Background: an optimization exercise with open tools, aiming at small area, a short achievable clock period and few clock cycles. Do not read the settings as production practice.
In this exercise RTL edits were held to simulation tests only and were not proved equivalent to the original.
Power is estimated from default activity; no workload was simulated.

Setup of build 97:
// hive_div
module hive_div (
    input  wire        clk,
    input  wire        rst,
    input  wire        in_valid,
    output wire        in_ready,
    input  wire [1:0]  in_op,
    input  wire [31:0] in_a,
    input  wire [31:0] in_b,
    output reg         out_valid,
    output wire [31:0] out_result
);
Size in the first run: roughly 1800 cells after synthesis, roughly 120 flip-flops, ~100 I/O pins, roughly 12000 µm² of cells after synthesis.
==> module hive_div, before the edit <==
module hive_div (
    input  wire        clk,
    input  wire        rst,
    input  wire        in_valid,
    output wire        in_ready,
    input  wire [1:0]  in_op,
    input  wire [31:0] in_a,
    input  wire [31:0] in_b,
    output reg         out_valid,
    output wire [31:0] out_result
);
    reg        rdy;                  
    reg        p1, p2, it, fx;
    reg        sgn, is_mod, sa, sb;  
    reg        nsb, ee;              
    reg [31:0] R;                    
    reg [31:0] Q;                    
    reg [32:0] D;                    
    reg [4:0]  cnt;
    reg        inv_f, frc_f, cfx_f, xfx_f, fxw, dv_f;
    reg        cin, frc_x, xinv;     
    assign in_ready   = rdy;
    assign out_result = Q;
    function [5:0] msb;
        input [31:0] x;
        reg [15:0] v1; reg [15:0] p1_;
        reg [7:0]  v2; reg [15:0] p2_;
        reg [3:0]  v3; reg [11:0] p3_;
        reg [1:0]  v4; reg [7:0]  p4_;
        integer i;
        begin
            for (i = 0; i < 16; i = i + 1) begin
                v1[i]  = x[2*i+1] | x[2*i];
                p1_[i] = x[2*i+1];
            end
            for (i = 0; i < 8; i = i + 1) begin
                v2[i]        = v1[2*i+1] | v1[2*i];
                p2_[2*i+:2]  = v1[2*i+1] ? {1'b1, p1_[2*i+1]} : {1'b0, p1_[2*i]};
            end
            for (i = 0; i < 4; i = i + 1) begin
                v3[i]        = v2[2*i+1] | v2[2*i];
                p3_[3*i+:3]  = v2[2*i+1] ? {1'b1, p2_[4*i+2+:2]} : {1'b0, p2_[4*i+:2]};
            end
            for (i = 0; i < 2; i = i + 1) begin
                v4[i]        = v3[2*i+1] | v3[2*i];
                p4_[4*i+:4]  = v3[2*i+1] ? {1'b1, p3_[6*i+3+:3]} : {1'b0, p3_[6*i+:3]};
            end
            msb = {v4[1] | v4[0], v4[1] ? {1'b1, p4_[7:4]} : {1'b0, p4_[3:0]}};
        end
    endfunction
    wire        e      = sa && sb;
    wire        sdiff  = sa ^ sb;
    wire [31:0] ax     = ee ? {~R[30:0], 1'b1} : R;
    wire [5:0]  ma     = msb(ax);
    wire [5:0]  mb     = msb(~D[31:0]);
    wire [5:0]  nd     = {1'b0, ma[4:0]} - {1'b0, mb[4:0]};    
    wire        a_zero = (R == 32'd0) && !sa;
    wire        d_ones = (D[31:0] == 32'hFFFF_FFFF);          
    wire        b_zero = d_ones && !sb;
    wire        ovf    = d_ones && sb && (R == 32'h8000_0000);
    wire        spec   = b_zero || ovf;
    wire        zr     = spec || a_zero;
    wire        skip   = nd[5] || !ma[5] || zr;
    wire        addb   = sdiff && !zr;   
    wire [31:0] spec_q = is_mod ? 32'd0 :
                         ovf ? 32'h7FFF_FFFF :
                         !sgn ? 32'hFFFF_FFFF :
                         sa ? 32'h8000_0000 : 32'h7FFF_FFFF;
    wire        fill   = nsb;
    wire [32:0] s0     = D;
    wire [32:0] s1     = cnt[0] ? {s0[31:0], fill}        : s0;
    wire [32:0] s2     = cnt[1] ? {s1[30:0], {2{fill}}}   : s1;
    wire [32:0] s3     = cnt[2] ? {s2[28:0], {4{fill}}}   : s2;
    wire [32:0] s4     = cnt[3] ? {s3[24:0], {8{fill}}}   : s3;
    wire [32:0] Dsh    = cnt[4] ? {s4[16:0], {16{fill}}}  : s4;
    wire [32:0] Y      = D | {33{frc_x}};
    wire [34:0] sum_c  = {2'b00, R, 1'b1} + {1'b0, Y, cin};    
    wire        fits   = sum_c[34];
    wire [31:0] X      = sum_c[32:1] ^ {32{xinv}};
    wire        last   = (cnt == 5'd0);
    always @(posedge clk) begin
        if (rst) begin
            rdy       <= 1'b1;
            p1        <= 1'b0;
            p2        <= 1'b0;
            it        <= 1'b0;
            fx        <= 1'b0;
            out_valid <= 1'b0;
        end else begin
            out_valid <= fx;
            if (rdy) begin
                fx  <= 1'b0;
                if (in_valid) begin
                    rdy <= 1'b0;
                    p1  <= 1'b1;
                end
            end
            if (p1) begin
                p1 <= 1'b0;
                if (skip) begin
                    fx  <= 1'b1;
                    rdy <= 1'b1;
                end else begin
                    p2  <= 1'b1;
                end
            end
            if (p2) begin
                p2 <= 1'b0;
                it <= 1'b1;
            end
            if ((p2 && last || it && cnt == 5'd1) && dv_f) begin
                fx  <= 1'b1;
                rdy <= 1'b1;
            end
            if (it && last) begin
                it  <= 1'b0;
                if (!dv_f) begin
                    fx  <= 1'b1;
                    rdy <= 1'b1;
                end
            end
        end
        if (p2 || (it && fits))
            R <= X;
        if (rdy) begin
            R       <= in_a ^ {32{!in_op[0] && in_a[31] && !in_b[31]}};
            D       <= {1'b1, in_b ^ {32{!(!in_op[0] && in_b[31])}}};
            sgn     <= !in_op[0];
            is_mod  <= in_op[1];
            sa      <= !in_op[0] && in_a[31];
            sb      <= !in_op[0] && in_b[31];
            nsb     <= !(!in_op[0] && in_b[31]);
            ee      <= !in_op[0] && in_a[31] && in_b[31];
        end
        if (p2)
            D <= Dsh;
        if (it && !last)
            D <= {D[32], D[32:1]};
        if (p1)
            Q <= spec ? spec_q : {32{addb}};
        if (it)
            Q <= {Q[30:0], fits ^ inv_f};
        if (fx && fxw)
            Q <= X;
        if (p1) begin
            cnt   <= nd[4:0];
            inv_f <= sdiff;
            frc_f <= is_mod && (sa == sb);
            cfx_f <= !(sa && sb);
            xfx_f <= sa;
            fxw   <= is_mod && !spec;
            dv_f  <= !is_mod;
            frc_x <= !skip || !addb;
            cin   <= skip ? (!addb || sa) : !sb;
            xinv  <= skip ? (addb && sa) : e;
        end
        if (p2) begin
            frc_x <= 1'b0;
            xinv  <= 1'b0;
        end
        if (it) begin
            if (!last)
                cnt <= cnt - 5'd1;
            else begin
                frc_x <= frc_f;
                cin   <= cfx_f;
                xinv  <= xfx_f;
            end
        end
    end
endmodule
clock: 10.0 ns
lec_check: 0
abc_area: 1
cap_margin: 20
core_margin: 2
core_utilization: 40
place_density: 0.6
slew_margin: 20
standard.sh (not shown) runs the stock make flow with config.mk's settings and CLKGATE_MAP_FILE= SYNTH_SCRIPT=/design/flow/synth_recipe.tcl, a recipe that flattens the netlist after the stock synthesis.
==> flow/flow/run.sh <==
#!/bin/bash
# The standard layout, with timing repair aimed at a shorter period than the
# clock's: repair_timing treats any path with less than 6 ns of slack at the
# 10 ns clock as failing. Constraints and clock are the design's own.
set -euo pipefail
bash standard.sh finish SETUP_SLACK_MARGIN=6 > flow_make.log 2>&1
Testbench counts of build 97, summed over its fixed seeds: cycles 70,102.
Modified inputs, trial 96 compared to build 97
--- a/flow/design.v
+++ b/flow/design.v
@@ -16,8 +16,9 @@
     reg [31:0] R;                    
     reg [31:0] Q;                    
     reg [32:0] D;                    
     reg [4:0]  cnt;
+    reg        last, one, dsh;       
     reg        inv_f, frc_f, cfx_f, xfx_f, fxw, dv_f;
     reg        cin, frc_x, xinv;     
     assign in_ready   = rdy;
     assign out_result = Q;
@@ -76,9 +77,8 @@
     wire [32:0] Y      = D | {33{frc_x}};
     wire [34:0] sum_c  = {2'b00, R, 1'b1} + {1'b0, Y, cin};    
     wire        fits   = sum_c[34];
     wire [31:0] X      = sum_c[32:1] ^ {32{xinv}};
-    wire        last   = (cnt == 5'd0);
     always @(posedge clk) begin
         if (rst) begin
             rdy       <= 1'b1;
             p1        <= 1'b0;
@@ -107,9 +107,9 @@
             if (p2) begin
                 p2 <= 1'b0;
                 it <= 1'b1;
             end
-            if ((p2 && last || it && cnt == 5'd1) && dv_f) begin
+            if ((p2 && last || it && one) && dv_f) begin
                 fx  <= 1'b1;
                 rdy <= 1'b1;
             end
             if (it && last) begin
@@ -133,9 +133,9 @@
             ee      <= !in_op[0] && in_a[31] && in_b[31];
         end
         if (p2)
             D <= Dsh;
-        if (it && !last)
+        if (dsh)
             D <= {D[32], D[32:1]};
         if (p1)
             Q <= spec ? spec_q : {32{addb}};
         if (it)
@@ -143,8 +143,10 @@
         if (fx && fxw)
             Q <= X;
         if (p1) begin
             cnt   <= nd[4:0];
+            last  <= (nd[4:0] == 5'd0);
+            one   <= (nd[4:0] == 5'd1);
             inv_f <= sdiff;
             frc_f <= is_mod && (sa == sb);
             cfx_f <= !(sa && sb);
             xfx_f <= sa;
@@ -153,15 +155,19 @@
             frc_x <= !skip || !addb;
             cin   <= skip ? (!addb || sa) : !sb;
             xinv  <= skip ? (addb && sa) : e;
         end
+        dsh <= !rst && (p2 ? !last : (it && !last && !one));
         if (p2) begin
             frc_x <= 1'b0;
             xinv  <= 1'b0;
         end
         if (it) begin
-            if (!last)
-                cnt <= cnt - 5'd1;
+            if (!last) begin
+                cnt  <= cnt - 5'd1;
+                last <= one;
+                one  <= (cnt == 5'd2);
+            end
             else begin
                 frc_x <= frc_f;
                 cin   <= cfx_f;
                 xinv  <= xfx_f;
==> comparison <==
In the reports for trial 96 and build 97, the smaller setup slack belongs to trial 96.
Relative to build 97, starting density of the core has decreased by 0.28 points in trial 96.
Diff build 97 -> trial 96: die span in y moved up, synthesized instance count moved down, share of the final layout cell area in multi-input gates moved up, first-iteration DRC count moved up.
Delta (trial 96 minus build 97): mux cell area share after synthesis +0.31 points, worst slack on hold paths ~0 delta.
In trial 96, the total power came out 0.88% above the value in build 97.
Compared with build 97, trial 96 shows horizontal die dimension higher by 0.97%.
Delta (trial 96 minus build 97): fraction of the mapped netlist area in adder cells closely matched the old numbers; synthesized area shows an increase of 240 µm².
Testbench counts of trial 96, summed over its fixed seeds: cycles 70,102.

[port drivers added, routing unchanged]
The flow's constraints put no driver on any port. The routed layouts listed below were extracted and timed again, unchanged, in two steps. Step 1: set_driving_cell puts a clkbuf_16 on clk and a buf_2 on each other input, an assumption about the parent block. Step 2 also shifts input and output timing later by t, the mid clock arrival at the registers, as if the neighbouring blocks saw the same clock. Slacks: ideal / step 1 / step 2; pairs: ideal / step 1.
run | t, ns | setup WS [ns] | clock arrival spread, ns | slew at the worst register clock pin (ns) | worst data-port slew with drivers (ns)
build 97 | 0.482 | 6.329 / 6.277 / 5.915 | 0.022 / 0.021 | 0.07 / 0.07 | 0.04
trial 96 | 0.490 | 6.258 / 6.289 / 5.799 | 0.021 / 0.021 | 0.08 / 0.08 | 0.04
After both steps every run listed still meets setup and hold. For trial 96, which loses most, drivers alone change the setup slack by +0.031 ns; drivers and shift together by -0.459 ns.
